From an optimization exercise on the open Yosys and OpenROAD flow, aimed at small area, a short achievable clock period and few clock cycles per item; shortcuts taken in it are not production practice. In this exercise RTL edits were held to simulation tests only and were not proved equivalent to the original.

Setup of run A:
## symcode_decoder
module symcode_decoder (
    input  wire        clk,
    input  wire        rst,
    input  wire        in_valid,
    output wire        in_ready,
    input  wire [71:0] in_beat,
    output wire        out_valid,
    input  wire        out_ready,
    output wire [63:0] out_data,
    output wire [3:0]  out_status
);
Settings: LEC_CHECK=0, CAP_MARGIN=20, CORE_MARGIN=2, CORE_UTILIZATION=40, SETUP_SLACK_MARGIN=5, SLEW_MARGIN=20; clock period 10.0 ns.
standard.sh (not shown) runs the stock make flow with config.mk's settings and CLKGATE_MAP_FILE= SYNTH_SCRIPT=/design/flow/synth_recipe.tcl, a recipe that flattens the netlist after the stock synthesis.
==> flow/flow/run.sh <==
#!/bin/bash
set -uo pipefail
MARGIN=${MARGIN:-7}
sed "s/SETUP_SLACK_MARGIN=[0-9.]*/SETUP_SLACK_MARGIN=$MARGIN/" standard.sh > standard_margin.sh
grep -q "SETUP_SLACK_MARGIN=$MARGIN" standard_margin.sh || sed -i "s/make -C/make SETUP_SLACK_MARGIN=$MARGIN -C/" standard_margin.sh
bash standard_margin.sh > standard.log 2>&1
Testbench counts of run A, summed over its fixed seeds: cycles 12,888, bursts 1,600.
What run B does differently from run A at the input level:
# run A
export LEC_CHECK = 0
export CAP_MARGIN = 20
export CORE_MARGIN = 2
export CORE_UTILIZATION = 40
export SETUP_SLACK_MARGIN = 5
export SLEW_MARGIN = 20
create_clock -name core_clock -period 10.0 [get_ports {clk}]
# run B
export LEC_CHECK = 0
export ABC_AREA = 1
export CAP_MARGIN = 20
export CORE_MARGIN = 2
export CORE_UTILIZATION = 40
export SETUP_SLACK_MARGIN = 5
export SLEW_MARGIN = 20
create_clock -name core_clock -period 10.0 [get_ports {clk}]
==> flow/flow/run.sh <==
#!/bin/bash
set -uo pipefail
MARGIN=${MARGIN:-6.7}
sed "s/SETUP_SLACK_MARGIN=[0-9.]*/SETUP_SLACK_MARGIN=$MARGIN/" standard.sh > standard_margin.sh
grep -q "SETUP_SLACK_MARGIN=$MARGIN" standard_margin.sh || sed -i "s/make -C/make SETUP_SLACK_MARGIN=$MARGIN -C/" standard_margin.sh
bash standard_margin.sh > standard.log 2>&1
==> comparison <==
Per the comparison of run B with run A, final routed wirelength across all metal layers decreased 1.2%.
Looking only at final cycle utilization of the critical path, and setting everything else aside, the lower value of run B and run A goes to run B.
Compared with run A, in run B largest net degree at the start of global routing increased about 1.5%, share of cell area taken by multi-input logic gates went down by 1.7 points, mux contribution to synthesized area went down.
The following lists how run C was set up differently from run B:
# run B
export LEC_CHECK = 0
export ABC_AREA = 1
export CAP_MARGIN = 20
export CORE_MARGIN = 2
export CORE_UTILIZATION = 40
export SETUP_SLACK_MARGIN = 5
export SLEW_MARGIN = 20
create_clock -name core_clock -period 10.0 [get_ports {clk}]
# run C
export LEC_CHECK = 0
export ABC_AREA = 1
export CAP_MARGIN = 20
export CORE_MARGIN = 2
export CORE_UTILIZATION = 55
export SETUP_SLACK_MARGIN = 5
export SLEW_MARGIN = 20
export TNS_END_PERCENT = 0
create_clock -name core_clock -period 10.0 [get_ports {clk}]
Results
- Summary of run C over run B: sequential portion of the cell area increased 0.81 points, reg2reg setup slack decreased 0.13 ns, core utilization increased 17 points.
- Compared with run B, run C supports a lower clock frequency.
- Worst setup slack was lower in run C than in run B.
- [run C] initial antenna violation count rose 3 relative to run B
- Delta (run C minus run B): global-route wire length before repair moved up; total global-route track usage grew by 9.5 points.
- The insertion delay of the later-clocked pin in the worst-skew pair reported for run C is smaller than that of run B by 0.04 ns.
For run D, these inputs were changed with respect to run C:
# run C
export LEC_CHECK = 0
export ABC_AREA = 1
export CAP_MARGIN = 20
export CORE_MARGIN = 2
export CORE_UTILIZATION = 55
export SETUP_SLACK_MARGIN = 5
export SLEW_MARGIN = 20
export TNS_END_PERCENT = 0
create_clock -name core_clock -period 10.0 [get_ports {clk}]
# run D
export LEC_CHECK = 0
export ABC_AREA = 1
export CAP_MARGIN = 20
export CORE_MARGIN = 2
export CORE_UTILIZATION = 55
export SETUP_SLACK_MARGIN = 5
export SLEW_MARGIN = 20
create_clock -name core_clock -period 10.0 [get_ports {clk}]
==> flow/flow/run.sh <==
#!/bin/bash
set -uo pipefail
MARGIN=${MARGIN:-6.5}
sed "s/SETUP_SLACK_MARGIN=[0-9.]*/SETUP_SLACK_MARGIN=$MARGIN/" standard.sh > standard_margin.sh
grep -q "SETUP_SLACK_MARGIN=$MARGIN" standard_margin.sh || sed -i "s/make -C/make SETUP_SLACK_MARGIN=$MARGIN -C/" standard_margin.sh
bash standard_margin.sh > standard.log 2>&1
## What came out
Wire length per cell: run C vs run D — no meaningful difference
Diff run D..run C | utilization | negligible
Run C → run D: met2 usage barely changed, minimum period implied by the final worst setup slack went down 0.0030 ns, layout-stage area growth over the synthesis result stayed essentially flat.
Relative to run D, the following input files were edited for run E:
# run D
export LEC_CHECK = 0
export ABC_AREA = 1
export CAP_MARGIN = 20
export CORE_MARGIN = 2
export CORE_UTILIZATION = 55
export SETUP_SLACK_MARGIN = 5
export SLEW_MARGIN = 20
create_clock -name core_clock -period 10.0 [get_ports {clk}]
# run E
export LEC_CHECK = 0
export ABC_AREA = 1
export CAP_MARGIN = 20
export CORE_MARGIN = 2
export CORE_UTILIZATION = 40
export CTS_BUF_LIST = sky130_fd_sc_hd__clkbuf_8
export SETUP_SLACK_MARGIN = 5
export SLEW_MARGIN = 20
create_clock -name core_clock -period 10.0 [get_ports {clk}]
==> flow/flow/run.sh <==
#!/bin/bash
set -uo pipefail
MARGIN=${MARGIN:-6.7}
sed "s/SETUP_SLACK_MARGIN=[0-9.]*/SETUP_SLACK_MARGIN=$MARGIN/" standard.sh > standard_margin.sh
grep -q "SETUP_SLACK_MARGIN=$MARGIN" standard_margin.sh || sed -i "s/make -C/make SETUP_SLACK_MARGIN=$MARGIN -C/" standard_margin.sh
bash standard_margin.sh > standard.log 2>&1
==> summary.txt <==
Measured against run E, the non-clock buffer count of run D comes out at 0.904 times the reference value.
Summary of the comparison: time the final worst path needs with I/O delays and setup is lower in run E, relative to run D.
Diff run E..run D | final sum of negative setup slack | unchanged
Run E vs. run D: cell area after placement grew by 380 um^2; arrival time at the worst endpoint held steady.
--- input diff run E..run F ---
# run E
export LEC_CHECK = 0
export ABC_AREA = 1
export CAP_MARGIN = 20
export CORE_MARGIN = 2
export CORE_UTILIZATION = 40
export CTS_BUF_LIST = sky130_fd_sc_hd__clkbuf_8
export SETUP_SLACK_MARGIN = 5
export SLEW_MARGIN = 20
create_clock -name core_clock -period 10.0 [get_ports {clk}]
# run F
export LEC_CHECK = 0
export ABC_AREA = 1
export CAP_MARGIN = 20
export CORE_MARGIN = 2
export CORE_UTILIZATION = 60
export SETUP_SLACK_MARGIN = 5
export SLEW_MARGIN = 20
create_clock -name core_clock -period 10.0 [get_ports {clk}]
## What came out
- NOTE: number of cell rows in run F falls short of that of run E
- Multi-input logic area, run F vs run E: up slightly
- Compared run F vs run E, and final cycle utilization of the critical path is down in run F.
- On cell area after layout, run E loses to run F.
- In the reports for run F and run E, the larger placed cell area belongs to run E.
- On final hold slack, run F and run E are basically level.

what the ideal ports hide:
The flow's constraints put no driver on any port. The routed layouts listed below were extracted and timed again, unchanged, in two steps. Step 1 sets driving cells, clkbuf_16 on the clock port and buf_2 on the other inputs (assumed; they add their load-dependent delay and slew). Step 2 adds t to the input delays and takes it off the output delays; t is the mean of the earliest and latest rising clock arrival at the registers after step 1. Input paths then give back, and output paths get back, about the clock's delay inside the block. a / b / c = ideal ports / drivers / drivers and shift; a / b = the first two.
run | t (ns) | setup WS [ns] | clock arrival spread, ns
run A | 0.708 | 6.640 / 6.640 / 6.405 | 0.058 / 0.059
run B | 0.720 | 6.725 / 6.659 / 6.147 | 0.050 / 0.049
run C | 0.696 | 6.594 / 6.525 / 5.996 | 0.037 / 0.036
run D | 0.695 | 6.597 / 6.528 / 5.979 | 0.036 / 0.036
run E | 0.827 | 6.610 / 6.541 / 6.044 | 0.046 / 0.046
run F | 0.693 | 6.668 / 6.598 / 6.126 | 0.041 / 0.041
After both steps setup and hold are still met in every run listed. The setup slack of run D, which loses most, moves by -0.069 ns with the drivers and by -0.618 ns with both steps.
